Background: an optimization exercise with open tools, aiming at small area, a short achievable clock period and few clock cycles. Do not read the settings as production practice. RTL that was checked went through simulation tests only; none was proved equivalent to the original. No functional check of the RTL was part of runs 1 and 2. Power figures rest on the tool's default switching activity, not on a simulated workload.

==> flow/design.v <==
module ledger_cvt_core (
    input  wire [127:0] word,
    input  wire [9:0]   eref,
    input  wire [1:0]   fmt,
    output wire [24:0]  win,       
    output wire         sticky,    
    output wire         neg,
    output wire [7:0]   be,        
    output wire         be_ovf,    
    output wire         be_top,    
    output wire         is_nan,
    output wire         is_sat,
    output wire         is_zero
);
    assign neg = word[127];
    wire [126:0] x = word[126:0] ^ {127{neg}};
    wire [6:0] p;
    wire [6:0] tz;
    lzc128 u_lz (.v({1'b0, x}), .pos(p));
    tzc128 u_tz (.v(word), .pos(tz));
    wire x_hi_ones = &x[126:1];
    assign is_nan  = neg & x_hi_ones & ~word[0];
    assign is_sat  = x_hi_ones & word[0];
    assign is_zero = ~neg & ~|x;
    wire signed [11:0] se  = {{2{eref[9]}}, eref};
    wire signed [11:0] s   = ((fmt == 2'd2) ? 12'sd82 : -12'sd30) - se;
    wire signed [11:0] pe  = {5'd0, p};
    wire signed [11:0] mx  = (s > pe) ? s : pe;
    wire signed [11:0] kx  = mx + ((fmt == 2'd0) ? 12'sd0 : (fmt == 2'd1) ? 12'sd16 : 12'sd13);
    wire [7:0] kk = (kx > 12'sd255) ? 8'd255 : kx[7:0];
    wire [255:0] xe = {105'd0, x, {24{neg}}};
    wire [255:0] sh = xe >> kk;
    assign win = sh[24:0];
    assign sticky = ({1'b0, tz} + 8'd24) < kk;
    wire signed [11:0] bex = pe + se + ((fmt == 2'd2) ? -12'sd81 : 12'sd31);
    wire signed [11:0] bmax = (fmt == 2'd2) ? 12'sd30 : 12'sd254;
    assign be     = (bex < 12'sd1) ? 8'd1 : bex[7:0];
    assign be_ovf = bex > bmax;
    assign be_top = bex == bmax;
endmodule
module ledger_cvt_pack (
    input  wire [24:0]  win,
    input  wire         sticky,
    input  wire         neg,
    input  wire [7:0]   be,
    input  wire         be_ovf,
    input  wire         be_top,
    input  wire         is_nan,
    input  wire         is_sat,
    input  wire         is_zero,
    input  wire [1:0]   fmt,
    input  wire [1:0]   mode,
    input  wire         flush,
    output reg  [31:0]  bits,
    output reg          range
);
    wire c     = neg & ~sticky;           
    wire rbit  = win[0] ^ c;
    wire lsb   = win[1];
    reg  up;
    always @(*) begin
        case (mode)
            2'd1:    up = 1'b0;
            2'd2:    up = ~neg & (rbit | sticky);
            2'd3:    up = neg & (rbit | sticky);
            default: up = rbit & (sticky | lsb);
        endcase
    end
    wire inc = (win[0] & c) | up;
    wire [24:0] n = {1'b0, win[24:1]} + {24'd0, inc};
    wire to_inf = (mode == 2'd0) || (mode == 2'd2 && !neg) || (mode == 2'd3 && neg);
    reg        cy, h;
    reg [22:0] mant;
    always @(*) begin
        case (fmt)
            2'd1:    begin cy = n[8];  h = n[7]  | n[8];  mant = {16'd0, n[6:0]}; end
            2'd2:    begin cy = n[11]; h = n[10] | n[11]; mant = {13'd0, n[9:0]}; end
            default: begin cy = n[24]; h = n[23] | n[24]; mant = n[22:0]; end
        endcase
        if (cy || (!h && flush)) mant = 23'd0;
    end
    wire [7:0] ex  = h ? (be + {7'd0, cy}) : 8'd0;
    wire       ovf = be_ovf | (be_top & cy);
    always @(*) begin
        range = 1'b0;
        bits  = 32'd0;
        case (fmt)
            2'd1: begin
                if (is_nan)       bits = 32'h7FC0;
                else if (is_sat)  begin bits = {16'd0, neg, 15'h7F80}; range = 1'b1; end
                else if (is_zero) bits = 32'd0;
                else if (ovf)     begin bits = {16'd0, neg, to_inf ? 15'h7F80 : 15'h7F7F}; range = 1'b1; end
                else              bits = {16'd0, neg, ex, mant[6:0]};
            end
            2'd2: begin
                if (is_nan)       bits = 32'h7E00;
                else if (is_sat)  begin bits = {16'd0, neg, 15'h7C00}; range = 1'b1; end
                else if (is_zero) bits = 32'd0;
                else if (ovf)     begin bits = {16'd0, neg, to_inf ? 15'h7C00 : 15'h7BFF}; range = 1'b1; end
                else              bits = {16'd0, neg, ex[4:0], mant[9:0]};
            end
            default: begin
                if (is_nan)       bits = 32'h7FC0_0000;
                else if (is_sat)  begin bits = {neg, 31'h7F80_0000}; range = 1'b1; end
                else if (is_zero) bits = 32'd0;
                else if (ovf)     begin bits = {neg, to_inf ? 31'h7F80_0000 : 31'h7F7F_FFFF}; range = 1'b1; end
                else              bits = {neg, ex, mant};
            end
        endcase
    end
endmodule
module lzc128 (
    input  wire [127:0] v,
    output wire [6:0]   pos
);
    wire [63:0] a1; wire [63:0]  p1;
    wire [31:0] a2; wire [63:0]  p2;
    wire [15:0] a3; wire [47:0]  p3;
    wire [7:0]  a4; wire [31:0]  p4;
    wire [3:0]  a5; wire [19:0]  p5;
    wire [1:0]  a6; wire [11:0]  p6;
    genvar i;
    generate
        for (i = 0; i < 64; i = i + 1) begin : l1
            assign a1[i] = v[2*i+1] | v[2*i];
            assign p1[i] = v[2*i+1];
        end
        for (i = 0; i < 32; i = i + 1) begin : l2
            assign a2[i] = a1[2*i+1] | a1[2*i];
            assign p2[2*i+1:2*i] = a1[2*i+1] ? {1'b1, p1[2*i+1]} : {1'b0, p1[2*i]};
        end
        for (i = 0; i < 16; i = i + 1) begin : l3
            assign a3[i] = a2[2*i+1] | a2[2*i];
            assign p3[3*i+2:3*i] = a2[2*i+1] ? {1'b1, p2[4*i+3:4*i+2]} : {1'b0, p2[4*i+1:4*i]};
        end
        for (i = 0; i < 8; i = i + 1) begin : l4
            assign a4[i] = a3[2*i+1] | a3[2*i];
            assign p4[4*i+3:4*i] = a3[2*i+1] ? {1'b1, p3[6*i+5:6*i+3]} : {1'b0, p3[6*i+2:6*i]};
        end
        for (i = 0; i < 4; i = i + 1) begin : l5
            assign a5[i] = a4[2*i+1] | a4[2*i];
            assign p5[5*i+4:5*i] = a4[2*i+1] ? {1'b1, p4[8*i+7:8*i+4]} : {1'b0, p4[8*i+3:8*i]};
        end
        for (i = 0; i < 2; i = i + 1) begin : l6
            assign a6[i] = a5[2*i+1] | a5[2*i];
            assign p6[6*i+5:6*i] = a5[2*i+1] ? {1'b1, p5[10*i+9:10*i+5]} : {1'b0, p5[10*i+4:10*i]};
        end
    endgenerate
    assign pos = a6[1] ? {1'b1, p6[11:6]} : {1'b0, p6[5:0]};
endmodule
module tzc128 (
    input  wire [127:0] v,
    output wire [6:0]   pos
);
    wire [127:0] r;
    genvar i;
    generate
        for (i = 0; i < 128; i = i + 1) begin : rv
            assign r[i] = v[127 - i];
        end
    endgenerate
    wire [6:0] q;
    lzc128 u (.v(r), .pos(q));
    assign pos = ~q;
endmodule
module ledger_cvt (
    input  wire         clk,
    input  wire         rst,
    input  wire         in_valid,
    output wire         in_ready,
    input  wire [127:0] in_word,
    input  wire [9:0]   in_eref,
    input  wire [1:0]   in_fmt,      
    input  wire [1:0]   in_mode,     
    input  wire         in_flush,    
    output reg          out_valid,
    output reg  [31:0]  out_bits,
    output reg          out_range
);
    assign in_ready = 1'b1;
    reg         v0;
    reg [127:0] word0;
    reg [9:0]   eref0;
    reg [1:0]   fmt0, mode0;
    reg         flush0;
    always @(posedge clk) begin
        v0     <= rst ? 1'b0 : in_valid;
        word0  <= in_word;
        eref0  <= in_eref;
        fmt0   <= in_fmt;
        mode0  <= in_mode;
        flush0 <= in_flush;
    end
    wire [24:0] win;
    wire        sticky, neg, be_ovf, be_top, is_nan, is_sat, is_zero;
    wire [7:0]  be;
    ledger_cvt_core core (
        .word(word0), .eref(eref0), .fmt(fmt0),
        .win(win), .sticky(sticky), .neg(neg), .be(be), .be_ovf(be_ovf), .be_top(be_top),
        .is_nan(is_nan), .is_sat(is_sat), .is_zero(is_zero));
    reg         v1;
    reg [24:0]  win1;
    reg         sticky1, neg1, be_ovf1, be_top1, nan1, sat1, zero1;
    reg [7:0]   be1;
    reg [1:0]   fmt1, mode1;
    reg         flush1;
    always @(posedge clk) begin
        v1      <= rst ? 1'b0 : v0;
        win1    <= win;
        sticky1 <= sticky;
        neg1    <= neg;
        be1     <= be;
        be_ovf1 <= be_ovf;
        be_top1 <= be_top;
        nan1    <= is_nan;
        sat1    <= is_sat;
        zero1   <= is_zero;
        fmt1    <= fmt0;
        mode1   <= mode0;
        flush1  <= flush0;
    end
    wire [31:0] bits;
    wire        range;
    ledger_cvt_pack pack (
        .win(win1), .sticky(sticky1), .neg(neg1), .be(be1), .be_ovf(be_ovf1), .be_top(be_top1),
        .is_nan(nan1), .is_sat(sat1), .is_zero(zero1), .fmt(fmt1), .mode(mode1), .flush(flush1),
        .bits(bits), .range(range));
    always @(posedge clk) begin
        out_valid <= rst ? 1'b0 : v1;
        out_bits  <= bits;
        out_range <= range;
    end
endmodule
==> flow/run.sh <==
#!/bin/bash
# synth_recipe.tcl (not shown) runs the flow's synth.tcl, then flattens the netlist and writes it again
# the make line also repeats each setting of config.mk as NAME=value (left out here)
make -C /OpenROAD-flow-scripts/flow DESIGN_CONFIG=/design/flow/config.mk WORK_HOME=/design/flow/orfs CLKGATE_MAP_FILE= SYNTH_SCRIPT=/design/flow/synth_recipe.tcl finish
==> flow/config.mk <==
export PLATFORM = sky130hd
export DESIGN_NAME = ledger_cvt
export DESIGN_NICKNAME = ledger_cvt
export VERILOG_FILES = /design/flow/design.v
export SDC_FILE = /design/flow/constraint.sdc
export NUM_CORES = 4
export LEC_CHECK = 0
export CAP_MARGIN = 20
export CORE_MARGIN = 2
export CORE_UTILIZATION = 30
export PLACE_DENSITY = 0.6
export SLEW_MARGIN = 20
==> flow/constraint.sdc <==
create_clock -name core_clock -period 35.0 [get_ports {clk}]
set_input_delay 7.0000 -clock core_clock [delete_from_list [all_inputs] [get_ports {clk}]]
set_output_delay 7.0000 -clock core_clock [all_outputs]
set_load 0.01 [all_outputs]
==> impl_results.rst, run 1 <==
.. list-table::
   :header-rows: 1

   * - Metric
     - Value
   * - Root buffer cell
     - clkbuf_16
   * - Portion of synthesized cell area occupied by the leading cell type
     - 0.181
   * - Final-report setup violation count
     - 0
   * - Remaining routing DRC violations
     - 0
   * - Length of routed met3 wiring
     - 15,000 um
   * - Number of iterations in the first detailed-routing pass
     - 6
   * - Layout cells sized above 1
     - 0.0618
   * - Post-DR wirelength/cell
     - 29.4 um
   * - Post-detailed-routing wire length
     - 133,000 um
   * - Sum of net half-perimeters after detailed placement
     - 102,000 um
   * - Area of all placed cells without fillers
     - 28,000 um2
   * - Critical path arrival
     - 13.39 ns
   * - Total cell area at the placement stage
     - 27,100 um2
   * - Nets@finish
     - 3,644
   * - Area growth syn-to-layout
     - 13.0%
   * - Number of flip-flops and latches in the synthesized netlist
     - 224
   * - Clock Tree Buf Depth
     - 3
   * - Ys async rst share
     - 0
   * - Number of global-route vias before repair
     - 26,890
   * - Part of the cycle the worst path needs
     - 0.369
   * - Number of antenna violations at the first check in global routing
     - 6
   * - Worst R2R Start
     - word0[127]
   * - DRT met1 WL
     - 53,900 um
   * - Top cells by area, synth
     - dfxtp_1 (18%), mux2i_1 (8.4%), xnor2_1 (7.6%)
   * - Post-synthesis instance total
     - 3,497
   * - Clock tree from TritonCTS
     - yes
   * - Library cell with the largest summed area after synthesis
     - dfxtp_1
   * - Sink count of the clock tree
     - 224
   * - Gates resized, CTS repair
     - 0
   * - Wire length on met2
     - 54,800 um
   * - Endpoint of the lowest-slack register-to-register path
     - win1[17]
   * - Library cells used by synthesis
     - 108
   * - Final max-slew violation count
     - 0
   * - Iteration-0 DRC count of the detailed router
     - 4,302
   * - Rel. slew slack
     - 0.266
   * - CTS H-tree depth
     - 1
   * - Largest net degree at the start of global routing
     - 159
   * - Terminating pin of the worst hold path
     - flush1
   * - I/O pin total
     - 181
   * - Setup repair after global routing missed its margin
     - no
   * - Delay of the slowest cell on the worst path
     - 0.72 ns
   * - Number of cells traversed by the worst register-to-register path
     - 37
   * - Chip Width
     - 291 um
   * - Core Region
     - 82,000 um2
   * - Clock skew after layout
     - 0.0226 ns
   * - Register clock-pin slew on the reported worst setup and hold paths
     - 0.06 ns
   * - Total vias in the final route
     - 29,109
   * - Initial cell density of the core
     - 0.302
   * - Most numerous cell on the critical path
     - o211ai_1
   * - Overall routing resource usage
     - 0.299
   * - Slew at the pin closest to its max-slew limit
     - 1.09 ns
   * - Hold Path Class
     - reg -> reg
   * - CTS Hold Buffers Added
     - 0
   * - WHS Path Cells
     - 0
   * - Clock buffer count from CTS
     - 27
   * - Gpl congestion
     - 1.07
   * - Max FO, Critical Path
     - 158
   * - Power per cell area
     - 69.9 nW/um2
   * - Type of the setup path with the least slack
     - reg -> reg
   * - Post-synthesis net count
     - 3,697
   * - Total standard cell area after synthesis
     - 24,800 um2
   * - Number of enable flip-flop cells after synthesis
     - 0
   * - Leakage power figure
     - 10.5 nW
   * - Dpl ws
     - 22.65 ns
   * - Skew-Pair Late Insertion Delay
     - 0.61 ns
   * - Crit-path slowest cell
     - buf_4
   * - Yosys synthesis warning count
     - 2
   * - Wire length of the first global-routing pass
     - 191,000 um
   * - Number of buffers added on ports
     - 179
   * - Placement row count
     - 105
   * - Fin worst setup slack
     - 22.07 ns
   * - Maximum capacitance violations
     - 0
   * - Main synth FF type
     - dfxtp_1
   * - Syn Area/Cell
     - 7.08 um2
   * - Post-CTS setup buffer count
     - 0
   * - Critical hold path startpoint
     - flush0
   * - Status
     - complete, no violations
   * - Final critical delay including setup and external delays
     - 12.93 ns
   * - Total congestion overflow after global routing
     - 0
   * - Element type at the critical path start
     - register
   * - Die Outline Area
     - 84,900 um2
   * - Sequential share of the synthesized area
     - 0.181
   * - Sum Neg Setup Slack
     - 0 ns
   * - Achievable frequency
     - 77.4 MHz
   * - Worst supply voltage drop on vdd
     - 38.5 uV
   * - Hold Fails Final Rpt
     - 0
   * - Critical path capture point type
     - register
   * - Detail Route Antenna Nets
     - 0
   * - Top layer reached by signal wires
     - met5
   * - Die Height
     - 291 um
   * - Mean number of vias per cell
     - 6.42
   * - Register-to-register setup slack
     - 22.07 ns
   * - Required arrival time at the worst endpoint
     - 35.46 ns
## critical path, delay by kind of cell, from the launching register on
family	cells	cell delay, ns
fa+ha+maj	3	0.76
buf+inv	4	2.49
compound gates	17	4.24
xor+xnor	2	0.92
flops	1	0.50
mux	3	1.25
simple gates	8	2.34
## kinds of logic (layout without fill, tap and decap cells)
group | after synthesis | count (layout) | share of synthesized area
mux | 232 | 232 | 0.0951
buf+inv | 425 | 391 | 0.0724
compound gates | 1102 | 1102 | 0.306
xor+xnor | 251 | 251 | 0.0912
other cells | 1 | 3 | 0.000151
simple gates | 1205 | 1205 | 0.226
fa+ha+maj | 57 | 57 | 0.0288
flops | 224 | 224 | 0.181
## registers in the layout (all words and copies together) (netlist names), 8 cells and up
register and cells:
be1 8, eref0 10, out_bits 32, win1 25
word0 128
## per-layer routing
| layer | global-route usage | vias to the layer above |
|---|---|---|
| li1 | - | 12765 |
| met1 | 0.397 | 13761 |
| met2 | 0.438 | 2112 |
| met3 | 0.0688 | 463 |
| met4 | 0.181 | 8 |
| met5 | 0 | - |
## power breakdown
group / internal (W) / switching [W]
Sequential: 0.000286 / 0.0000476
Clock: 0.000160 / 0.000125
Combinational: 0.000410 / 0.000926
## through the flow
stage,util,instances,hold WS (ns),power (W)
after floorplan,-,3497,0.310,0.00111
after global placement,0.330,4484,0.325,0.00161
after detailed placement,0.331,4485,0.323,0.00159
after CTS,0.341,4533,0.333,0.00189
after global routing,0.341,4534,0.338,0.00201
final,0.341,4535,0.330,0.00195
## cell usage in the layout (no fill, tap or decap), types with 17 or more instances in the layout
master	count
o32ai_1	17
o22ai_1	98
xor2_1	29
or3_1	21
o211ai_1	70
dfxtp_1	223
mux2i_1	208
nor2_1	339
a22oi_1	29
nand2_1	387
nor4_1	40
mux2_2	23
a211oi_1	44
o21bai_1	22
buf_4	64
o21ai_0	183
o31ai_1	20
clkdlybuf4s50_1	179
clkbuf_16	27
a32oi_1	18
nand3_1	119
or4_1	18
nor3_1	104
nand2b_1	34
a31oi_1	69
inv_1	92
a221oi_1	24
ha_1	52
o221ai_1	30
nor2b_1	44
xnor2_1	214
nand4_1	20
a21oi_1	232
## area by class of cell
| type | instances | area, um2 |
|---|---|---|
| antenna | 2 | 5.00 |
| clock buffer | 31 | 701 |
| clock inverter | 17 | 183 |
| fill | 8839 | 54000 |
| inverter | 97 | 372 |
| multi-input combinational | 2848 | 18600 |
| sequential | 224 | 4490 |
| tap | 1070 | 1340 |
| timing repair buffer | 246 | 2330 |
## worst max-delay path by stage
| stage | from | endpoint | slack [ns] | depth (start not counted) |
|---|---|---|---|---|
| after floorplan | word0[127] | win1[20] | 25.07 | 41 |
| after CTS | word0[127] | win1[17] | 22.58 | 36 |
| after global routing | word0[127] | win1[23] | 21.83 | 40 |
| after global placement | word0[127] | win1[17] | 22.74 | 37 |
| final | word0[127] | win1[17] | 22.07 | 37 |
| after detailed placement | word0[127] | win1[17] | 22.65 | 36 |
## cells in the mapped netlist, drive strengths merged (23+ instances only)
cell	count
nor2	343
ha	53
nand3	119
nor3	108
nand2b	34
buf	129
o221ai	31
nor2b	44
nand4	23
clkbuf	199
a31oi	69
dfxtp	224
mux2	23
a221oi	30
a21oi	235
inv	97
mux2i	209
a22oi	30
o211ai	71
nor4	42
nand2	391
a211oi	45
o21ai	194
o22ai	103
xnor2	222
xor2	29
==> run 2, diff against run 1 <==
--- a/flow/design.v
+++ b/flow/design.v
@@ -13,30 +13,30 @@
     output wire         is_zero
 );
     assign neg = word[127];
-    wire [126:0] x = word[126:0] ^ {127{neg}};
+    wire [126:0] d = word[126:0] ^ word[127:1];
     wire [6:0] p;
     wire [6:0] tz;
-    lzc128 u_lz (.v({1'b0, x}), .pos(p));
+    lzc128 u_lz (.v({1'b0, d}), .pos(p));
     tzc128 u_tz (.v(word), .pos(tz));
-    wire x_hi_ones = &x[126:1];
-    assign is_nan  = neg & x_hi_ones & ~word[0];
-    assign is_sat  = x_hi_ones & word[0];
-    assign is_zero = ~neg & ~|x;
-    wire signed [11:0] se  = {{2{eref[9]}}, eref};
-    wire signed [11:0] s   = ((fmt == 2'd2) ? 12'sd82 : -12'sd30) - se;
-    wire signed [11:0] pe  = {5'd0, p};
-    wire signed [11:0] mx  = (s > pe) ? s : pe;
-    wire signed [11:0] kx  = mx + ((fmt == 2'd0) ? 12'sd0 : (fmt == 2'd1) ? 12'sd16 : 12'sd13);
-    wire [7:0] kk = (kx > 12'sd255) ? 8'd255 : kx[7:0];
-    wire [255:0] xe = {105'd0, x, {24{neg}}};
-    wire [255:0] sh = xe >> kk;
-    assign win = sh[24:0];
-    assign sticky = ({1'b0, tz} + 8'd24) < kk;
-    wire signed [11:0] bex = pe + se + ((fmt == 2'd2) ? -12'sd81 : 12'sd31);
-    wire signed [11:0] bmax = (fmt == 2'd2) ? 12'sd30 : 12'sd254;
-    assign be     = (bex < 12'sd1) ? 8'd1 : bex[7:0];
+    wire lo_zero = ~|word[126:1];
+    wire lo_ones = &word[126:1];
+    assign is_nan  = neg & lo_zero & ~word[0];
+    assign is_sat  = word[0] & (neg ? lo_zero : lo_ones);
+    assign is_zero = ~neg & lo_zero & ~word[0];
+    wire fp16 = (fmt == 2'd2);
+    wire signed [11:0] se   = {{2{eref[9]}}, eref};
+    wire signed [11:0] s    = (fp16 ? 12'sd82 : -12'sd30) - se;
+    wire signed [11:0] pe   = {5'd0, p};
+    wire               sub  = s > pe;
+    wire signed [11:0] bex  = pe + se + (fp16 ? -12'sd81 : 12'sd31);
+    wire signed [11:0] bmax = fp16 ? 12'sd30 : 12'sd254;
+    assign be     = sub ? 8'd1 : bex[7:0];
     assign be_ovf = bex > bmax;
     assign be_top = bex == bmax;
+    wire [7:0] kk = !sub ? {1'b0, p} : (s > 12'sd255) ? 8'd255 : s[7:0];
+    wire [150:0] we = {word[126:0], 24'd0};
+    rshift_win u_sh (.v(we), .fill(neg), .k(kk), .win(win));
+    assign sticky = ({1'b0, tz} + 8'd24) < kk;
 endmodule
 module ledger_cvt_pack (
     input  wire [24:0]  win,
@@ -54,33 +54,44 @@
     output reg  [31:0]  bits,
     output reg          range
 );
-    wire c     = neg & ~sticky;           
-    wire rbit  = win[0] ^ c;
-    wire lsb   = win[1];
-    reg  up;
+    reg st, wr;
+    reg [23:0] low;    
+    always @(*) begin
+        case (fmt)
+            2'd1:    begin st = sticky | (|win[15:0]); wr = win[16]; low = 24'h00FFFF; end
+            2'd2:    begin st = sticky | (|win[12:0]); wr = win[13]; low = 24'h001FFF; end
+            default: begin st = sticky;                wr = win[0];  low = 24'h000000; end
+        endcase
+    end
+    wire [23:0] kx   = win[24:1] ^ {24{neg}};    
+    wire        xr   = wr ^ neg;                 
+    wire        c    = neg & ~st;                
+    wire        rbit = xr ^ c;
+    reg         lsb;
+    always @(*) begin
+        case (fmt)
+            2'd1:    lsb = kx[16];
+            2'd2:    lsb = kx[13];
+            default: lsb = kx[0];
+        endcase
+    end
+    reg up;
     always @(*) begin
         case (mode)
             2'd1:    up = 1'b0;
-            2'd2:    up = ~neg & (rbit | sticky);
-            2'd3:    up = neg & (rbit | sticky);
-            default: up = rbit & (sticky | lsb);
-        endcase
-    end
-    wire inc = (win[0] & c) | up;
-    wire [24:0] n = {1'b0, win[24:1]} + {24'd0, inc};
+            2'd2:    up = ~neg & (rbit | st);
+            2'd3:    up = neg & (rbit | st);
+            default: up = rbit & (st | lsb);
+        endcase
+    end
+    wire inc = (xr & c) | up;
+    wire [24:0] n = {1'b0, kx | low} + {24'd0, inc};
+    wire cy = n[24];
+    wire h  = n[23] | cy;
     wire to_inf = (mode == 2'd0) || (mode == 2'd2 && !neg) || (mode == 2'd3 && neg);
-    reg        cy, h;
-    reg [22:0] mant;
-    always @(*) begin
-        case (fmt)
-            2'd1:    begin cy = n[8];  h = n[7]  | n[8];  mant = {16'd0, n[6:0]}; end
-            2'd2:    begin cy = n[11]; h = n[10] | n[11]; mant = {13'd0, n[9:0]}; end
-            default: begin cy = n[24]; h = n[23] | n[24]; mant = n[22:0]; end
-        endcase
-        if (cy || (!h && flush)) mant = 23'd0;
-    end
-    wire [7:0] ex  = h ? (be + {7'd0, cy}) : 8'd0;
-    wire       ovf = be_ovf | (be_top & cy);
+    wire [22:0] mant = (cy || (!h && flush)) ? 23'd0 : n[22:0];
+    wire [7:0]  ex   = h ? (be + {7'd0, cy}) : 8'd0;
+    wire        ovf  = be_ovf | (be_top & cy);
     always @(*) begin
         range = 1'b0;
         bits  = 32'd0;
@@ -90,14 +101,14 @@
                 else if (is_sat)  begin bits = {16'd0, neg, 15'h7F80}; range = 1'b1; end
                 else if (is_zero) bits = 32'd0;
                 else if (ovf)     begin bits = {16'd0, neg, to_inf ? 15'h7F80 : 15'h7F7F}; range = 1'b1; end
-                else              bits = {16'd0, neg, ex, mant[6:0]};
+                else              bits = {16'd0, neg, ex, mant[22:16]};
             end
             2'd2: begin
                 if (is_nan)       bits = 32'h7E00;
                 else if (is_sat)  begin bits = {16'd0, neg, 15'h7C00}; range = 1'b1; end
                 else if (is_zero) bits = 32'd0;
                 else if (ovf)     begin bits = {16'd0, neg, to_inf ? 15'h7C00 : 15'h7BFF}; range = 1'b1; end
-                else              bits = {16'd0, neg, ex[4:0], mant[9:0]};
+                else              bits = {16'd0, neg, ex[4:0], mant[22:13]};
             end
             default: begin
                 if (is_nan)       bits = 32'h7FC0_0000;
@@ -108,6 +119,49 @@
             end
         endcase
     end
+endmodule
+module rshift_win (
+    input  wire [150:0] v,
+    input  wire         fill,
+    input  wire [7:0]   k,
+    output wire [24:0]  win
+);
+    wire [151:0] t7;
+    wire [87:0]  t6;
+    wire [55:0]  t5;
+    wire [39:0]  t4;
+    wire [31:0]  t3;
+    wire [27:0]  t2;
+    wire [25:0]  t1;
+    genvar j;
+    generate
+        for (j = 0; j < 152; j = j + 1) begin : s7
+            if (j + 128 <= 150) assign t7[j] = k[7] ? v[j + 128] : v[j];
+            else if (j <= 150)  assign t7[j] = k[7] ? fill : v[j];
+            else                assign t7[j] = fill;
+        end
+        for (j = 0; j < 88; j = j + 1) begin : s6
+            assign t6[j] = k[6] ? t7[j + 64] : t7[j];
+        end
+        for (j = 0; j < 56; j = j + 1) begin : s5
+            assign t5[j] = k[5] ? t6[j + 32] : t6[j];
+        end
+        for (j = 0; j < 40; j = j + 1) begin : s4
+            assign t4[j] = k[4] ? t5[j + 16] : t5[j];
+        end
+        for (j = 0; j < 32; j = j + 1) begin : s3
+            assign t3[j] = k[3] ? t4[j + 8] : t4[j];
+        end
+        for (j = 0; j < 28; j = j + 1) begin : s2
+            assign t2[j] = k[2] ? t3[j + 4] : t3[j];
+        end
+        for (j = 0; j < 26; j = j + 1) begin : s1
+            assign t1[j] = k[1] ? t2[j + 2] : t2[j];
+        end
+        for (j = 0; j < 25; j = j + 1) begin : s0
+            assign win[j] = k[0] ? t1[j + 1] : t1[j];
+        end
+    endgenerate
 endmodule
 module lzc128 (
     input  wire [127:0] v,
--- a/flow/config.mk
+++ b/flow/config.mk
@@ -5,8 +5,9 @@
 export SDC_FILE = /design/flow/constraint.sdc
 export NUM_CORES = 4
 export LEC_CHECK = 0
+export ABC_AREA = 1
 export CAP_MARGIN = 20
 export CORE_MARGIN = 2
-export CORE_UTILIZATION = 30
-export PLACE_DENSITY = 0.6
+export CORE_UTILIZATION = 50
+export PLACE_DENSITY = 0.7
 export SLEW_MARGIN = 20
==> run 2 against run 1 <==
Effect of this change: fmax up 54%; critical path depth down 36; register-to-register slack improved by 5.4 ns; sequential share of layout area rose by 5.3 points; critical path type is now reg -> out.
==> impl_results.rst, run 2 <==
.. list-table::
   :header-rows: 1

   * - Metric
     - Value
   * - Largest registers ranked by flip-flop count
     - word0: 128 flops, out_bits: 32 flops, win1: 25 flops
   * - Main synth FF type
     - dfxtp_1
   * - Die Height
     - 195 um
   * - Total congestion overflow after global routing
     - 0
   * - Library cell with the largest summed area after synthesis
     - dfxtp_1
   * - Power per cell area
     - 52.3 nW/um2
   * - CTS H-tree depth
     - 1
   * - Post-detailed-routing wire length
     - 67,100 um
   * - Most instantiated cells after synthesis
     - nand2_1 (718), nand3_1 (428), inv_1 (312)
   * - Remaining routing DRC violations
     - 0
   * - Nets@finish
     - 3,271
   * - Post-CTS setup buffer count
     - 0
   * - Status
     - complete, no violations
   * - Total standard cell area after synthesis
     - 18,300 um2
   * - Ys async rst share
     - 0
   * - Hold Fails Final Rpt
     - 0
   * - Portion of synthesized cell area occupied by the leading cell type
     - 0.246
   * - Rel. slew slack
     - 0.190
   * - Gpl congestion
     - 1.05
   * - Slew at the pin closest to its max-slew limit
     - 1.20 ns
   * - Clock buffer count from CTS
     - 25
   * - Final design utilization
     - 0.589
   * - Clock skew after layout
     - 0.0125 ns
   * - Library cells used by synthesis
     - 62
   * - Worst supply voltage drop on vdd
     - 43.1 uV
   * - Largest net degree at the start of global routing
     - 91
   * - Type of the setup path with the least slack
     - reg -> out
   * - Number of antenna violations at the first check in global routing
     - 0
   * - Leading cell types in the layout, fill and taps excluded
     - nand2_1 (717), nand3_1 (428), inv_1 (312), ha_1 (238), dfxtp_1 (224)
   * - Most frequent standard cell in the layout excluding fill and tap cells
     - nand2_1
   * - Leakage power figure
     - 10.4 nW
   * - Register clock-pin slew on the reported worst setup and hold paths
     - 0.06 ns
   * - Total vias in the final route
     - 19,538
   * - Placement row count
     - 69
   * - Root buffer cell
     - clkbuf_16
   * - Die Outline Area
     - 38,000 um2
   * - Hold Path Class
     - reg -> reg
   * - Post-synthesis net count
     - 3,148
   * - Crit-path slowest cell
     - clkdlybuf4s50_1
   * - Part of the cycle the worst path needs
     - 0.241
   * - Tightest hold margin
     - 0.326 ns
   * - Number of flip-flops under the largest register name
     - 128
   * - Sequence of cells on the critical path
     - clkdlybuf4s50_1
   * - Total cell area at the placement stage
     - 20,200 um2
   * - Number of buffers added on ports
     - 179
   * - Iteration-0 DRC count of the detailed router
     - 2,372
   * - Area used by multi-input combinational logic
     - 12,000 um2
   * - Maximum capacitance violations
     - 0
   * - Achievable frequency
     - 119 MHz
   * - Sum Neg Setup Slack
     - 0 ns
   * - Syn Area/Cell
     - 6.61 um2
   * - Top cells by area, synth
     - dfxtp_1 (25%), ha_1 (16%), nand2_1 (15%)
   * - Buffers & Inverters on Critical Path
     - 1
   * - Most frequent cell after synthesis
     - nand2_1
   * - Final critical delay including setup and external delays
     - 8.42 ns
   * - Number of enable flip-flop cells after synthesis
     - 0
   * - Core Region
     - 35,700 um2
   * - Post-DR wirelength/cell
     - 19.9 um
   * - Wire length of the first global-routing pass
     - 103,000 um
   * - Chip Width
     - 195 um
   * - Setup repair after global routing missed its margin
     - no
   * - Number of iterations in the first detailed-routing pass
     - 8
   * - Mean number of vias per cell
     - 5.81
   * - Sequential share of the synthesized area
     - 0.246
   * - Number of flip-flops and latches in the synthesized netlist
     - 224
   * - Area growth syn-to-layout
     - 15.3%
   * - Element type at the critical path start
     - register
   * - Required arrival time at the worst endpoint
     - 28.00 ns
   * - Placed instance count
     - 3,320
   * - Gates resized, CTS repair
     - 0
   * - Fill cell total of the finished layout
     - 3,487
   * - Register Area
     - 4480 um2
   * - Overall routing resource usage
     - 0.346
   * - Layout cells sized above 1
     - 0.0406
   * - Max FO, Critical Path
     - 1
   * - Top reg by flops
     - word0
   * - Skew-Pair Late Insertion Delay
     - 0.56 ns
   * - Yosys synthesis warning count
     - 2
   * - Final max-slew violation count
     - 0
   * - Critical path arrival
     - 1.42 ns
   * - Critical path capture point type
     - primary output
   * - I/O pin total
     - 181
   * - Sink count of the clock tree
     - 224
   * - Finished Layout Cells
     - 3,365
   * - Post-synthesis instance total
     - 2,763
   * - Clock Tree Buf Depth
     - 3
   * - Clock tree from TritonCTS
     - yes
   * - Area of all placed cells without fillers
     - 21,000 um2
   * - Number of global-route vias before repair
     - 18,203
   * - Initial cell density of the core
     - 0.511
   * - Number of diodes added for antenna fixing
     - 0
   * - CTS Hold Buffers Added
     - 0
   * - Final-report setup violation count
     - 0
   * - Detail Route Antenna Nets
     - 0
   * - Delay of the slowest cell on the worst path
     - 0.55 ns
   * - Worst path top cell family by delay
     - buffers and inverters
   * - Sum of net half-perimeters after detailed placement
     - 54,100 um
## run 2: changes by cell type after synthesis, sizes merged, moves of 62 or more
cell    previous run  this run
nand3            119       436
nor3             108        34
a21oi            235       107
xnor2            222        24
clkbuf           199        22
nand2            391       726
o22ai            103         6
ha                53       238
nor2             343       186
a31oi             69         7
inv               97       326
mux2i            209         1
## run 2: kinds of logic (layout without fill, tap and decap cells)
group,count (synthesis),count (layout),synth area share
AND/OR/NAND/NOR,1475,1475,0.358
buffers and inverters,424,565,0.0961
AO/OA/AOI/OAI,343,343,0.109
adder cells (fa/ha/maj),239,239,0.164
flip-flops,224,224,0.246
XOR/XNOR,56,56,0.0269
other,1,1,0.000205
multiplexers,1,1,0.000548
## run 2: metrics by stage
step | worst slack (ns) | power [W]
floorplan | 27.67 | 0.000667
global placement | 27.18 | 0.000816
detailed placement | 27.15 | 0.000822
CTS | 26.54 | 0.00109
global route | 26.54 | 0.00117
finish | 26.58 | 0.00110
## run 2: routing by layer
| metal | up-vias | GRT usage | wire, um |
|---|---|---|---|
| met5 | - | 0 | 0 |
| met4 | 0 | 0.125 | 2770 |
| met3 | 135 | 0.0541 | 6620 |
| met2 | 944 | 0.517 | 27800 |
| met1 | 9032 | 0.501 | 30000 |
| li1 | 9427 | - | - |
## run 2: final timing paths
kind / start / endpoint / slack (ns) / cells after the start
setup reg to reg: word0[90] / win1[1] / 27.51 / 30
setup / recovery: out_bits[23] / out_bits[23] / 26.58 / 1
hold reg to reg: mode0[0] / mode1[0] / 0.33 / 0
hold / removal: mode0[0] / mode1[0] / 0.33 / 0
## run 2: area by class of cell
| type | count | area share |
|---|---|---|
| flip-flops and latches | 224 | 0.213 |
| clock inverters | 12 | 0.00630 |
| inverters | 329 | 0.0588 |
| repair buffers | 191 | 0.0894 |
| multi-input cells | 2115 | 0.571 |
| clock buffers | 33 | 0.0335 |
| well taps | 461 | 0.0274 |
## run 2: power by group
group / switching [W] / internal (W) / leakage [nW] / total [W]
Sequential: 0.0000264 / 0.000297 / 1.88 / 0.000323
Clock: 0.000110 / 0.000157 / 0.405 / 0.000267
Combinational: 0.000334 / 0.000175 / 8.14 / 0.000509
==> run 3, diff against run 2 <==
--- a/flow/design.v
+++ b/flow/design.v
@@ -18,11 +18,10 @@
     wire [6:0] tz;
     lzc128 u_lz (.v({1'b0, d}), .pos(p));
     tzc128 u_tz (.v(word), .pos(tz));
-    wire lo_zero = ~|word[126:1];
-    wire lo_ones = &word[126:1];
-    assign is_nan  = neg & lo_zero & ~word[0];
-    assign is_sat  = word[0] & (neg ? lo_zero : lo_ones);
-    assign is_zero = ~neg & lo_zero & ~word[0];
+    wire run = ~|d[125:1];
+    assign is_nan  = run & d[126] & ~d[0] & neg;
+    assign is_sat  = run & d[126] & (d[0] ^ ~neg);
+    assign is_zero = run & ~d[126] & ~d[0] & ~neg;
     wire fp16 = (fmt == 2'd2);
     wire signed [11:0] se   = {{2{eref[9]}}, eref};
     wire signed [11:0] s    = (fp16 ? 12'sd82 : -12'sd30) - se;
@@ -33,7 +32,7 @@
     assign be     = sub ? 8'd1 : bex[7:0];
     assign be_ovf = bex > bmax;
     assign be_top = bex == bmax;
-    wire [7:0] kk = !sub ? {1'b0, p} : (s > 12'sd255) ? 8'd255 : s[7:0];
+    wire [7:0] kk = !sub ? {1'b0, p} : (s > 12'sd151) ? 8'd151 : s[7:0];
     wire [150:0] we = {word[126:0], 24'd0};
     rshift_win u_sh (.v(we), .fill(neg), .k(kk), .win(win));
     assign sticky = ({1'b0, tz} + 8'd24) < kk;
@@ -137,7 +136,8 @@
     generate
         for (j = 0; j < 152; j = j + 1) begin : s7
             if (j + 128 <= 150) assign t7[j] = k[7] ? v[j + 128] : v[j];
-            else if (j <= 150)  assign t7[j] = k[7] ? fill : v[j];
+            else if (j < 48)    assign t7[j] = k[7] ? fill : v[j];
+            else if (j <= 150)  assign t7[j] = v[j];
             else                assign t7[j] = fill;
         end
         for (j = 0; j < 88; j = j + 1) begin : s6
--- a/flow/config.mk
+++ b/flow/config.mk
@@ -6,8 +6,8 @@
 export NUM_CORES = 4
 export LEC_CHECK = 0
 export ABC_AREA = 1
-export CAP_MARGIN = 20
+export CAP_MARGIN = 50
 export CORE_MARGIN = 2
 export CORE_UTILIZATION = 50
 export PLACE_DENSITY = 0.7
-export SLEW_MARGIN = 20
+export SLEW_MARGIN = 70
==> run 3 against run 2 <==
Effect of this change: largest cell class unchanged; combinational power down 3%; routed wire length down 4.2%; synthesized cell count down 3.2%; cell area down 4.4%; still clean on timing, DRC and antenna; highest routed layer unchanged.
==> impl_results.rst, run 3 <==
.. list-table::
   :header-rows: 1

   * - Metric
     - Value
   * - Register share of total power
     - 0.303
   * - Leading cell types in the layout, fill and taps excluded
     - nand2_1 (692), nand3_1 (447), inv_1 (339), dfxtp_1 (222), clkdlybuf4s50_1 (179)
   * - Most frequent standard cell in the layout excluding fill and tap cells
     - nand2_1
   * - Overall routing resource usage
     - 0.357
   * - Iteration-0 DRC count of the detailed router
     - 2,196
   * - Wire length of the first global-routing pass
     - 98,900 um
   * - Die Outline Area
     - 35,800 um2
   * - Element type at the critical path start
     - register
   * - Top cells by area, synth
     - dfxtp_1 (26%), nand2_1 (15%), nand3_1 (13%)
   * - Net switching share of the total power
     - 0.424
   * - Initial cell density of the core
     - 0.510
   * - Levels on crit path
     - 1
   * - Total congestion overflow after global routing
     - 0
   * - Final-report setup violation count
     - 0
   * - WHS Path Cells
     - 0
   * - Sequence of cells on the critical path
     - clkdlybuf4s50_1
   * - Power per cell area
     - 53.9 nW/um2
   * - Leakage power figure
     - 9.81 nW
   * - Gates resized, CTS repair
     - 0
   * - Largest net degree at the start of global routing
     - 62
   * - Area growth syn-to-layout
     - 17.4%
   * - Post-synthesis net count
     - 2,933
   * - Post-detailed-routing wire length
     - 64,300 um
   * - Number of buffers added on ports
     - 179
   * - Clock Tree Buf Depth
     - 3
   * - Die Height
     - 189 um
   * - Largest registers ranked by flip-flop count
     - word0: 128 flops, out_bits: 32 flops, win1: 25 flops
   * - Switching power summed over all nets
     - 0.000460 W
   * - Mean number of vias per cell
     - 5.69
   * - Post-synthesis instance total
     - 2,674
   * - Critical hold path startpoint
     - mode0[0]
   * - Skew-Pair Late Insertion Delay
     - 0.55 ns
   * - Total power
     - 0.00108 W
   * - Hold Fails Final Rpt
     - 0
   * - Total vias in the final route
     - 18,626
   * - Final critical delay including setup and external delays
     - 8.45 ns
   * - Fin worst setup slack
     - 26.55 ns
   * - Number of antenna violations at the first check in global routing
     - 1
   * - Setup repair after global routing missed its margin
     - no
   * - Clock tree from TritonCTS
     - yes
   * - Clock buffer count from CTS
     - 24
   * - Buffers & Inverters on Critical Path
     - 1
   * - Total standard cell area after synthesis
     - 17,100 um2
   * - Placement row count
     - 67
   * - CTS Hold Buffers Added
     - 0
   * - Number of iterations in the first detailed-routing pass
     - 6
   * - Yosys synthesis warning count
     - 2
   * - Clock skew after layout
     - 0.0109 ns
   * - CTS H-tree depth
     - 1
   * - Slew at the pin closest to its max-slew limit
     - 0.515 ns
   * - Ys async rst share
     - 0
   * - Syn Area/Cell
     - 6.41 um2
   * - Most instantiated cells after synthesis
     - nand2_1 (694), nand3_1 (447), inv_1 (341)
   * - Sum of net half-perimeters after detailed placement
     - 52,900 um
   * - Most frequent cell after synthesis
     - nand2_1
   * - Sum Neg Setup Slack
     - 0 ns
   * - Tightest hold margin
     - 0.331 ns
   * - Chip Width
     - 189 um
   * - Max FO, Critical Path
     - 1
   * - Share of power burned in the clock network
     - 0.239
   * - Final max-slew violation count
     - 0
   * - Gpl congestion
     - 1.07
   * - Critical path capture point type
     - primary output
   * - Number of cells traversed by the worst register-to-register path
     - 36
   * - Number of enable flip-flop cells after synthesis
     - 0
   * - Worst R2R Start
     - word0[54]
   * - Core Region
     - 33,600 um2
   * - Post-DR wirelength/cell
     - 19.6 um
   * - Detail Route Antenna Nets
     - 0
   * - Maximum capacitance violations
     - 0
   * - Worst path top cell family by delay
     - buffers and inverters
   * - Dpl ws
     - 27.16 ns
   * - Critical path arrival
     - 1.45 ns
   * - I/O pin total
     - 181
   * - Terminating pin of the worst hold path
     - mode1[0]
   * - Nets@finish
     - 3,068
   * - Relative contribution of combinational cells to total power
     - 0.458
   * - Delay of the slowest cell on the worst path
     - 0.57 ns
   * - Crit-path slowest cell
     - clkdlybuf4s50_1
   * - Sequential share of the synthesized area
     - 0.262
   * - Register-to-register setup slack
     - 28.36 ns
   * - Hold Path Class
     - reg -> reg
   * - Status
     - complete, no violations
   * - Internal power
     - 0.000623 W
   * - Endpoint of the lowest-slack register-to-register path
     - win1[3]
   * - Library cell with the largest summed area after synthesis
     - dfxtp_1
   * - Portion of synthesized cell area occupied by the leading cell type
     - 0.262
   * - Number of flip-flops and latches in the synthesized netlist
     - 224
   * - Rel. slew slack
     - 0.657
   * - Library cells used by synthesis
     - 64
   * - Post-CTS setup buffer count
     - 0
   * - Layout cells sized above 1
     - 0.0587
   * - Number of flip-flops under the largest register name
     - 128
   * - Worst supply voltage drop on vdd
     - 46.1 uV
   * - Type of the setup path with the least slack
     - reg -> out
   * - Achievable frequency
     - 118 MHz
   * - Root buffer cell
     - clkbuf_16
   * - Required arrival time at the worst endpoint
     - 28.00 ns
   * - Number of global-route vias before repair
     - 17,531
   * - Main synth FF type
     - dfxtp_1
   * - Register clock-pin slew on the reported worst setup and hold paths
     - 0.06 ns
   * - Top reg by flops
     - word0
   * - Remaining routing DRC violations
     - 0
   * - Sink count of the clock tree
     - 224
   * - Part of the cycle the worst path needs
     - 0.241
-- run 3: cell types whose count changed after synthesis, moves of 9 or more --
cell / before / now
o21ai_1: 10 / 19
ha_1: 238 / 112
nand3_1: 428 / 447
nand2_1: 718 / 694
inv_1: 312 / 341
xor2_1: 32 / 57
nor2_1: 177 / 165
xnor2_1: 24 / 55
nand4_1: 62 / 29
-- run 3: layout make-up --
| cell class | count | area (um2) |
|---|---|---|
| diodes | 1 | 2.50 |
| clock buffers | 36 | 768 |
| clock inverters | 8 | 55.1 |
| fillers | 3272 | 13500 |
| inverters | 359 | 1360 |
| multi-input cells | 2002 | 10900 |
| flip-flops and latches | 224 | 4490 |
| well taps | 448 | 561 |
| repair buffers | 198 | 1970 |
-- run 3: kinds of logic after synthesis --
kind of cell    Yosys count  synth area share
simple gates           1442             0.375
other cells               1          0.000219
xor+xnor                112            0.0573
flops                   224             0.262
compound gates          334             0.112
fa+ha+maj               113            0.0830
buf+inv                 448             0.110
-- run 3: stage by stage --
step	util	area (um2)	cells
floorplan	-	17100	2674
global placement	0.567	19100	3226
detailed placement	0.572	19200	3229
CTS	0.597	20100	3273
global route	0.598	20100	3275
finish	0.598	20100	3276
-- run 3: power by group through the flow --
stage / clock network [W] / registers (W) / logic, W
2_1_floorplan: 0 / 0.000327 / 0.000334
3_3_place_gp: 0 / 0.000331 / 0.000466
3_5_place_dp: 0 / 0.000332 / 0.000479
4_1_cts: 0.000263 / 0.000327 / 0.000482
5_1_grt: 0.000272 / 0.000332 / 0.000548
6_report: 0.000258 / 0.000328 / 0.000496
-- run 3: metal layers --
layer / vias to the layer above / global-route usage / part of all wire
li1: 9024 / - / -
met1: 8594 / 0.485 / 0.43
met2: 890 / 0.567 / 0.44
met3: 118 / 0.0660 / 0.092
met4: 0 / 0.122 / 0.037
met5: - / 0 / 0
-- run 3: worst max-delay path by stage --
| stage | slack [ns] | startpoint | endpoint |
|---|---|---|---|
| 2_1_floorplan | 27.67 | out_bits[0] | out_bits[0] |
| 3_3_place_gp | 27.18 | out_valid | out_valid |
| 3_5_place_dp | 27.16 | out_bits[6] | out_bits[6] |
| 4_1_cts | 26.54 | out_bits[22] | out_bits[22] |
| 5_1_grt | 26.55 | out_bits[22] | out_bits[22] |
| 6_report | 26.55 | out_bits[22] | out_bits[22] |
Testbench counts of run 3, summed over its fixed seeds: cycles 16,024.
==> run 4, diff against run 3 <==
--- a/flow/config.mk
+++ b/flow/config.mk
@@ -6,8 +6,8 @@
 export NUM_CORES = 4
 export LEC_CHECK = 0
 export ABC_AREA = 1
-export CAP_MARGIN = 50
+export CAP_MARGIN = 20
 export CORE_MARGIN = 2
 export CORE_UTILIZATION = 50
 export PLACE_DENSITY = 0.7
-export SLEW_MARGIN = 70
+export SLEW_MARGIN = 20
==> run 4 against run 3 <==
Effect of this change: critical endpoint is now out_bits[23]; synthesized area stayed put; still clean; sequential cell count stayed put; critical path depth stayed put; global-route usage is 0.12 points higher; utilization is 0.41 points lower; sequential power hardly changed; sequential share of layout area is 0.13 points higher; power is 2.2% higher; final cell count is 0.18% lower; routed wire length is 0.82% higher; largest cell class unchanged.
==> impl_results.rst, run 4 <==
.. list-table::
   :header-rows: 1

   * - Metric
     - Value
   * - Register clock-pin slew on the reported worst setup and hold paths
     - 0.06 ns
   * - CTS H-tree depth
     - 1
   * - Chip Width
     - 189 um
   * - Number of iterations in the first detailed-routing pass
     - 8
   * - Maximum capacitance violations
     - 0
   * - Clock tree from TritonCTS
     - yes
   * - Final max-slew violation count
     - 0
   * - Setup repair after global routing missed its margin
     - no
   * - Die Height
     - 189 um
   * - Nets@finish
     - 3,063
   * - Die Outline Area
     - 35,800 um2
   * - Yosys synthesis warning count
     - 2
   * - Top cells by area, synth
     - dfxtp_1 (26%), nand2_1 (15%), nand3_1 (13%)
   * - Delay of the slowest cell on the worst path
     - 0.56 ns
   * - Leading cell types in the layout, fill and taps excluded
     - nand2_1 (693), nand3_1 (447), inv_1 (341), dfxtp_1 (224), clkdlybuf4s50_1 (179)
   * - Part of the cycle the worst path needs
     - 0.241
   * - Root buffer cell
     - clkbuf_16
   * - Wire length of the first global-routing pass
     - 99,300 um
   * - Clock Tree Buf Depth
     - 3
   * - Number of flip-flops under the largest register name
     - 128
   * - Dpl ws
     - 27.13 ns
   * - Total power
     - 0.00111 W
   * - Sequential share of the synthesized area
     - 0.262
   * - Area growth syn-to-layout
     - 16.6%
   * - Library cell with the largest summed area after synthesis
     - dfxtp_1
   * - Gpl congestion
     - 1.07
   * - Total standard cell area after synthesis
     - 17,100 um2
   * - Max FO, Critical Path
     - 1
   * - Required arrival time at the worst endpoint
     - 28.00 ns
   * - Largest net degree at the start of global routing
     - 62
   * - Final critical delay including setup and external delays
     - 8.43 ns
   * - Most frequent standard cell in the layout excluding fill and tap cells
     - nand2_1
   * - Total congestion overflow after global routing
     - 0
   * - Hold Path Class
     - reg -> reg
   * - Detail Route Antenna Nets
     - 0
   * - Main synth FF type
     - dfxtp_1
   * - Number of enable flip-flop cells after synthesis
     - 0
   * - Critical path capture point type
     - primary output
   * - Worst path top cell family by delay
     - buffers and inverters
   * - Ys async rst share
     - 0
   * - Clock skew after layout
     - 0.0107 ns
   * - Gates resized, CTS repair
     - 0
   * - Final design utilization
     - 0.594
   * - Number of global-route vias before repair
     - 17,513
   * - Overall routing resource usage
     - 0.358
   * - Sum of net half-perimeters after detailed placement
     - 52,800 um
   * - Total vias in the final route
     - 18,636
   * - Number of antenna violations at the first check in global routing
     - 1
   * - Number of diodes added for antenna fixing
     - 0
   * - Achievable frequency
     - 119 MHz
   * - Number of buffers added on ports
     - 179
   * - Element type at the critical path start
     - register
   * - Post-synthesis net count
     - 2,933
   * - Remaining routing DRC violations
     - 0
   * - Core Region
     - 33,600 um2
   * - Critical path arrival
     - 1.43 ns
   * - Rel. slew slack
     - 0.370
   * - Post-DR wirelength/cell
     - 19.8 um
   * - Mean number of vias per cell
     - 5.70
   * - Worst supply voltage drop on vdd
     - 48.1 uV
   * - Hold Fails Final Rpt
     - 0
   * - CTS Hold Buffers Added
     - 0
   * - Type of the setup path with the least slack
     - reg -> out
   * - I/O pin total
     - 181
   * - Clock buffer count from CTS
     - 24
   * - Syn Area/Cell
     - 6.41 um2
   * - Placement row count
     - 67
   * - Portion of synthesized cell area occupied by the leading cell type
     - 0.262
   * - Top reg by flops
     - word0
   * - Number of flip-flops and latches in the synthesized netlist
     - 224
   * - Post-CTS setup buffer count
     - 0
   * - Buffers & Inverters on Critical Path
     - 1
   * - Iteration-0 DRC count of the detailed router
     - 2,374
   * - Post-synthesis instance total
     - 2,674
   * - Most frequent cell after synthesis
     - nand2_1
   * - Largest registers ranked by flip-flop count
     - word0: 128 flops, out_bits: 32 flops, win1: 25 flops
   * - Layout cells sized above 1
     - 0.0482
   * - Register-to-register setup slack
     - 27.50 ns
   * - Leakage power figure
     - 9.78 nW
   * - Status
     - complete, no violations
   * - Crit-path slowest cell
     - clkdlybuf4s50_1
   * - Fill cell total of the finished layout
     - 3,235
   * - Sequence of cells on the critical path
     - clkdlybuf4s50_1
   * - Post-detailed-routing wire length
     - 64,800 um
   * - Initial cell density of the core
     - 0.510
   * - Most instantiated cells after synthesis
     - nand2_1 (694), nand3_1 (447), inv_1 (341)
   * - Power per cell area
     - 55.4 nW/um2
   * - Sink count of the clock tree
     - 224
   * - Fin worst setup slack
     - 26.57 ns
   * - Tightest hold margin
     - 0.331 ns
   * - Skew-Pair Late Insertion Delay
     - 0.55 ns
   * - Slew at the pin closest to its max-slew limit
     - 0.944 ns
   * - Final-report setup violation count
     - 0
   * - Sum Neg Setup Slack
     - 0 ns
   * - Library cells used by synthesis
     - 64
## run 4: kinds of logic (layout without fill, tap and decap cells)
kind of cell,after synthesis,count (layout),synth area share
xor gates and xnor gates,112,112,0.0573
DFF,224,224,0.262
AOI/OAI and AO/OA,334,334,0.112
adders and majority gates,113,113,0.0830
other,1,1,0.000219
buffers and inverters,448,596,0.110
and+or+nand+nor,1442,1442,0.375
## run 4: worst paths after layout
path                              startpoint            to  cells after the start
worst min register to register      mode0[0]      mode1[0]                      0
worst max register to register     word0[54]       win1[4]                     35
worst max-delay path            out_bits[23]  out_bits[23]                      1
worst min-delay path                mode0[0]      mode1[0]                      0
## run 4: through the flow
| stage | instances | cell area, um2 |
|---|---|---|
| 3_5_place_dp | 3226 | 19100 |
| 3_3_place_gp | 3226 | 19100 |
| 2_1_floorplan | 2674 | 17100 |
| 4_1_cts | 3270 | 20000 |
| 6_report | 3270 | 20000 |
| 5_1_grt | 3270 | 20000 |
## run 4: final cells by class
type | instances | area, um2 | area share
Sequential cell | 224 | 4480 | 0.225
Clock inverter | 15 | 265 | 0.0133
Timing Repair Buffer | 193 | 1900 | 0.0950
Clock buffer | 29 | 641 | 0.0321
Tap cell | 448 | 561 | 0.0281
Inverter | 359 | 1350 | 0.0678
Multi-Input combinational cell | 2002 | 10800 | 0.539
## run 4: per-layer routing
layer / wire (um) / vias up / global-route usage
li1: - / 9015 / -
met1: 27900 / 8604 / 0.489
met2: 28100 / 881 / 0.571
met3: 6170 / 136 / 0.0575
met4: 2640 / 0 / 0.127
met5: 0 / - / 0
## run 4: report_power, final
part | leakage, nW | internal, W | switching, W
sequential | 1.89 | 0.000296 | 0.0000314
clock | 0.438 | 0.000183 | 0.000108
combinational | 7.45 | 0.000170 | 0.000319
==> run 5, diff against run 4 <==
==> flow/flow/run.sh (new file) <==
#!/bin/bash
# The standard layout, with timing repair aimed at an 8.5 ns period
# (setup margin 26.5 ns against the 35 ns clock); constraints unchanged.
set -euo pipefail
bash standard.sh SETUP_SLACK_MARGIN=26.5 finish > flow_make.log 2>&1
==> flow/standard.sh (new file) <==
#!/bin/bash
# synth_recipe.tcl (not shown) runs the flow's synth.tcl, then flattens the netlist and writes it again
# the make line also repeats each setting of config.mk as NAME=value (left out here)
make -C /OpenROAD-flow-scripts/flow DESIGN_CONFIG=/design/flow/config.mk WORK_HOME=/design/flow/orfs CLKGATE_MAP_FILE= SYNTH_SCRIPT=/design/flow/synth_recipe.tcl "${@:-finish}"
removed: flow/run.sh
==> run 5 against run 4 <==
Effect of this change: still clean; combinational power about the same; non-clock buffer count unchanged; global-route usage unchanged; routed wire length unchanged; worst setup slack unchanged; clock-buffer cell count unchanged; fmax unchanged; register-to-register slack about the same; via count unchanged; critical path type unchanged; critical endpoint unchanged; largest cell class unchanged; largest power group unchanged.
==> impl_results.rst, run 5 <==
.. list-table::
   :header-rows: 1

   * - Metric
     - Value
   * - Status
     - complete, no violations
   * - Achievable frequency
     - 119 MHz
   * - Setup repair after global routing missed its margin
     - no
   * - Final design utilization
     - 0.594
   * - Crit-path slowest cell
     - clkdlybuf4s50_1
   * - Hold Path Class
     - reg -> reg
   * - Sum of net half-perimeters after detailed placement
     - 52,800 um
   * - Overall routing resource usage
     - 0.358
   * - Sequential share of the synthesized area
     - 0.262
   * - Most instantiated cells after synthesis
     - nand2_1 (694), nand3_1 (447), inv_1 (341)
   * - Syn Area/Cell
     - 6.41 um2
   * - I/O pin total
     - 181
   * - Largest net degree at the start of global routing
     - 62
   * - Part of the cycle the worst path needs
     - 0.241
   * - Total power
     - 0.00111 W
   * - Mean number of vias per cell
     - 5.70
   * - Most frequent standard cell in the layout excluding fill and tap cells
     - nand2_1
   * - Power per cell area
     - 55.4 nW/um2
   * - Number of enable flip-flop cells after synthesis
     - 0
   * - Total vias in the final route
     - 18,636
   * - Critical path arrival
     - 1.43 ns
   * - Final-report setup violation count
     - 0
   * - Clock tree from TritonCTS
     - yes
   * - Worst supply voltage drop on vdd
     - 48.1 uV
   * - Worst path top cell family by delay
     - buffers and inverters
   * - Initial cell density of the core
     - 0.510
   * - Maximum capacitance violations
     - 0
   * - Skew-Pair Late Insertion Delay
     - 0.55 ns
   * - Leading cell types in the layout, fill and taps excluded
     - nand2_1 (693), nand3_1 (447), inv_1 (341), dfxtp_1 (224), clkdlybuf4s50_1 (179)
   * - Post-synthesis instance total
     - 2,674
   * - CTS H-tree depth
     - 1
   * - Final critical delay including setup and external delays
     - 8.43 ns
   * - Rel. slew slack
     - 0.370
   * - Clock skew after layout
     - 0.0107 ns
   * - Post-detailed-routing wire length
     - 64,800 um
   * - Wire length of the first global-routing pass
     - 99,300 um
   * - Gates resized, CTS repair
     - 0
   * - Library cell with the largest summed area after synthesis
     - dfxtp_1
   * - Core Region
     - 33,600 um2
   * - Post-synthesis net count
     - 2,933
   * - Number of diodes added for antenna fixing
     - 0
   * - Gpl congestion
     - 1.07
   * - Die Outline Area
     - 35,800 um2
   * - Total standard cell area after synthesis
     - 17,100 um2
   * - Detail Route Antenna Nets
     - 0
   * - Clock Tree Buf Depth
     - 3
   * - Number of antenna violations at the first check in global routing
     - 1
   * - Number of buffers added on ports
     - 179
   * - Leakage power figure
     - 9.78 nW
   * - Sink count of the clock tree
     - 224
   * - CTS Hold Buffers Added
     - 0
   * - Remaining routing DRC violations
     - 0
   * - Root buffer cell
     - clkbuf_16
   * - Layout cells sized above 1
     - 0.0482
   * - Sum Neg Setup Slack
     - 0 ns
   * - Number of iterations in the first detailed-routing pass
     - 8
   * - Placement row count
     - 67
   * - Area growth syn-to-layout
     - 16.6%
   * - Register clock-pin slew on the reported worst setup and hold paths
     - 0.06 ns
   * - Number of global-route vias before repair
     - 17,513
   * - Final max-slew violation count
     - 0
   * - Hold Fails Final Rpt
     - 0
   * - Clock buffer count from CTS
     - 24
   * - Die Height
     - 189 um
   * - Number of flip-flops and latches in the synthesized netlist
     - 224
   * - Slew at the pin closest to its max-slew limit
     - 0.944 ns
   * - Number of flip-flops under the largest register name
     - 128
   * - Post-DR wirelength/cell
     - 19.8 um
   * - Most frequent cell after synthesis
     - nand2_1
   * - Post-CTS setup buffer count
     - 0
   * - Type of the setup path with the least slack
     - reg -> out
   * - Delay of the slowest cell on the worst path
     - 0.56 ns
   * - Largest registers ranked by flip-flop count
     - word0: 128 flops, out_bits: 32 flops, win1: 25 flops
   * - Chip Width
     - 189 um
   * - Sequence of cells on the critical path
     - clkdlybuf4s50_1
   * - Library cells used by synthesis
     - 64
   * - Critical path capture point type
     - primary output
   * - Top reg by flops
     - word0
   * - Iteration-0 DRC count of the detailed router
     - 2,374
   * - Top cells by area, synth
     - dfxtp_1 (26%), nand2_1 (15%), nand3_1 (13%)
   * - Total congestion overflow after global routing
     - 0
   * - Yosys synthesis warning count
     - 2
   * - Portion of synthesized cell area occupied by the leading cell type
     - 0.262
   * - Element type at the critical path start
     - register
   * - Ys async rst share
     - 0
   * - Required arrival time at the worst endpoint
     - 28.00 ns
   * - Buffers & Inverters on Critical Path
     - 1
   * - Main synth FF type
     - dfxtp_1
   * - Max FO, Critical Path
     - 1
   * - Nets@finish
     - 3,063
run 5: cell families after synthesis:
logic type	share of synthesized area
fa+ha+maj	0.0830
compound gates	0.112
flops	0.262
buf+inv	0.110
xor+xnor	0.0573
simple gates	0.375
other cells	0.000219
run 5: report_power, final:
part           switching (W)  total (W)  leakage (nW)  internal (W)
registers          0.0000314   0.000328          1.89      0.000296
clock network       0.000108   0.000290         0.438      0.000183
logic               0.000319   0.000489          7.45      0.000170
total               0.000458    0.00111          9.78      0.000649
run 5: metrics by stage:
stage	instance area (um2)	std cells	hold WS (ns)	setup WS, ns
after CTS	20000	3270	0.330	26.55
after global routing	20000	3270	0.340	26.55
after global placement	19100	3226	0.313	27.18
after detailed placement	19100	3226	0.318	27.13
after floorplan	17100	2674	0.310	27.67
final	20000	3270	0.331	26.57
run 5: path summary, 6_finish.rpt:
check | startpoint | end | slack, ns | cells after the start
worst max-delay path | out_bits[23] | out_bits[23] | 26.57 | 1
worst min-delay path | mode0[0] | mode1[0] | 0.33 | 0
worst max register to register | word0[54] | win1[4] | 27.50 | 35
worst min register to register | mode0[0] | mode1[0] | 0.33 | 0
run 5: routing by layer:
layer | track usage | wire, um
met2 | 0.571 | 28100
met4 | 0.127 | 2640
met3 | 0.0575 | 6170
met5 | 0 | 0
met1 | 0.489 | 27900
run 5: area by class of cell:
| cell class | instances | area (um2) |
|---|---|---|
| tap | 448 | 561 |
| timing repair buffer | 193 | 1900 |
| multi-input combinational | 2002 | 10800 |
| clock buffer | 29 | 641 |
| sequential | 224 | 4480 |
| fill | 3235 | 13600 |
| clock inverter | 15 | 265 |
| inverter | 359 | 1350 |
==> run 6, diff against run 5 <==
==> flow/flow/run.sh (replaced) <==
#!/bin/bash
# The standard layout (standard.sh) with three changes:
#  - synthesis maps the logic with an area-oriented ABC script (flow/synth.tcl);
#  - ports are buffered with buf_1 instead of the default buffer cell;
#  - timing repair aims at an 8 ns period (setup margin 27 ns on the 35 ns
#    clock).  The constraints themselves are unchanged.
set -euo pipefail
export MY_WORK_DIR=$(pwd)
export MY_FLOW_DIR=$(pwd)/flow
bash standard.sh "SYNTH_SCRIPT=$MY_FLOW_DIR/synth.tcl" \
  "BUFFER_PORTS_ARGS=-buffer_cell sky130_fd_sc_hd__buf_1" \
  "SETUP_SLACK_MARGIN=27" finish > flow_make.log 2>&1
==> flow/flow/area.abc (new file) <==
strash; dch -f; amap; topo; stime -c; buffer -c; upsize -c; dnsize -c
==> flow/flow/synth.tcl (new file) <==
# synth_recipe.tcl (the standard synthesis) with one change: ABC maps the
# logic with flow/area.abc, an area-oriented script (amap, then buffering
# and sizing), instead of ORFS's script.  Registers are mapped before ABC
# runs, so their cells and names are the standard synthesis's.
proc abc {args} {
  set i [lsearch -exact $args -script]
  if {$i >= 0} { lset args [expr {$i + 1}] $::env(MY_FLOW_DIR)/area.abc }
  yosys abc {*}$args
}
source $::env(MY_WORK_DIR)/synth_recipe.tcl
--- a/flow/config.mk
+++ b/flow/config.mk
@@ -5,7 +5,6 @@
 export SDC_FILE = /design/flow/constraint.sdc
 export NUM_CORES = 4
 export LEC_CHECK = 0
-export ABC_AREA = 1
 export CAP_MARGIN = 20
 export CORE_MARGIN = 2
 export CORE_UTILIZATION = 50
==> run 6 against run 5 <==
Effect of this change: cell area down 14%; via count down 13%; sequential power down 3%; hold slack worse by 0.0039 ns; critical path type unchanged; largest power group unchanged.
==> impl_results.rst, run 6 <==
.. list-table::
   :header-rows: 1

   * - Metric
     - Value
   * - CTS Hold Buffers Added
     - 0
   * - Chip Width
     - 178 um
   * - Final critical delay including setup and external delays
     - 8.02 ns
   * - Largest registers ranked by flip-flop count
     - word0: 128 flops, out_bits: 32 flops, win1: 25 flops
   * - Hold Fails Final Rpt
     - 0
   * - Total vias in the final route
     - 16,166
   * - Core Region
     - 29,700 um2
   * - Rel. slew slack
     - 0.389
   * - Most instantiated cells after synthesis
     - inv_1 (277), nor2_1 (237), dfxtp_1 (224)
   * - Number of flip-flops and latches in the synthesized netlist
     - 224
   * - Main synth FF type
     - dfxtp_1
   * - Total congestion overflow after global routing
     - 0
   * - Finished Layout Cells
     - 2,569
   * - Largest net degree at the start of global routing
     - 72
   * - Number of buffers added on ports
     - 179
   * - Required arrival time at the worst endpoint
     - 28.00 ns
   * - Wire length of the first global-routing pass
     - 85,400 um
   * - Post-synthesis net count
     - 2,272
   * - Max FO, Critical Path
     - 1
   * - Critical path capture point type
     - primary output
   * - Sequence of cells on the critical path
     - buf_2
   * - I/O pin total
     - 181
   * - Number of diodes added for antenna fixing
     - 0
   * - Setup repair after global routing missed its margin
     - yes
   * - Yosys synthesis warning count
     - 2
   * - Mean number of vias per cell
     - 6.29
   * - Sink count of the clock tree
     - 224
   * - Post-detailed-routing wire length
     - 58,500 um
   * - Most frequent standard cell in the layout excluding fill and tap cells
     - inv_1
   * - Clock tree from TritonCTS
     - yes
   * - Die Outline Area
     - 31,600 um2
   * - Most frequent cell after synthesis
     - inv_1
   * - Maximum capacitance violations
     - 0
   * - Status
     - complete, no violations
   * - Leakage power figure
     - 7.19 nW
   * - Switching power summed over all nets
     - 0.000390 W
   * - Ys async rst share
     - 0
   * - Layout cells sized above 1
     - 0.0936
   * - Share of power burned in the clock network
     - 0.257
   * - Internal power
     - 0.000587 W
   * - Total cell area at the placement stage
     - 16,000 um2
   * - Fill cell total of the finished layout
     - 2,776
   * - Delay of the slowest cell on the worst path
     - 0.32 ns
   * - Worst supply voltage drop on vdd
     - 39.4 uV
   * - Post-DR wirelength/cell
     - 22.8 um
   * - Slew at the pin closest to its max-slew limit
     - 0.917 ns
   * - Type of the setup path with the least slack
     - reg -> out
   * - Achievable frequency
     - 125 MHz
   * - Hold Path Class
     - reg -> reg
-- run 6: cell count changes in the layout (fill, tap and decap cells not counted), moves of 56 or more --
cell,delta
o22a_1,+114
buf_1,+145
nand2_1,-577
o21ai_0,-56
nand3_1,-423
xor2_1,-56
clkdlybuf4s50_1,-179
o22ai_1,+180
nor2_1,+73
inv_1,-66
-- run 6: repair_timing --
action | 4_1_cts | 5_1_grt
buffers inserted | 3 | 4
resized for setup | 53 | 55
pin swaps | 1 | 3
cloned | 0 | 2
endpoints found under the setup margin | 60 | 66
-- run 6: layout make-up --
class / instances / area, um2 / share of cell area
multi-input combinational: 1408 / 9280 / 0.538
inverter: 301 / 1160 / 0.0672
clock inverter: 14 / 106 / 0.00617
tap: 390 / 488 / 0.0283
sequential: 224 / 4500 / 0.261
clock buffer: 30 / 684 / 0.0397
timing repair buffer: 202 / 1020 / 0.0592
-- run 6: cell families after synthesis --
group	Yosys count	share of synthesized area
AND/OR/NAND/NOR	568	0.177
other	1	0.000248
adder cells (fa/ha/maj)	113	0.0942
AO/OA/AOI/OAI	725	0.333
XOR/XNOR	1	0.000580
flip-flops	224	0.297
buffers and inverters	381	0.0983
-- run 6: path summary, 6_finish.rpt --
check | slack (ns) | start | depth (start not counted) | to
max reg2reg | 27.37 | word0[46] | 32 | win1[8]
min | 0.33 | mode0[1] | 0 | mode1[1]
min reg2reg | 0.33 | mode0[1] | 0 | mode1[1]
max | 26.98 | out_bits[28] | 1 | out_bits[28]
-- run 6: worst reg2reg max path: cells and delay by family (launching register included) --
family                     cells  cell delay (ns)
buffers and inverters          5             0.90
AOI/OAI and AO/OA             12             2.70
and+or+nand+nor               13             2.78
DFF                            1             0.48
adders and majority gates      2             0.66
-- run 6: power groups by stage --
stage / Clock [W] / Sequential, W / Combinational, W
after floorplan: 0 / 0.000318 / 0.000272
after global placement: 0 / 0.000322 / 0.000369
after detailed placement: 0 / 0.000323 / 0.000371
after CTS: 0.000256 / 0.000318 / 0.000380
after global routing: 0.000267 / 0.000322 / 0.000439
final: 0.000251 / 0.000319 / 0.000406
-- run 6: routing by layer --
| metal | wire [um] | track usage | vias up |
|---|---|---|---|
| met1 | 25300 | 0.500 | 7514 |
| met3 | 6190 | 0.0771 | 139 |
| met4 | 2780 | 0.137 | 0 |
| met2 | 24200 | 0.535 | 871 |
| li1 | - | - | 7642 |
| met5 | 0 | 0 | - |
-- run 6: stage by stage --
step                hold slack (ns)   util  total power [W]
global placement              0.314  0.539         0.000691
detailed placement            0.315  0.539         0.000694
global route                  0.334  0.580          0.00103
CTS                           0.328  0.571         0.000954
finish                        0.327  0.580         0.000977
floorplan                     0.310      -         0.000590

Check on run 6: ideal ports give 26.982 ns setup slack; a clkbuf_16 on the clock port and buf_2 on the inputs give 26.925 ns; moving port delays by the midpoint clock arrival (0.613 ns) as well gives 27.369 ns.
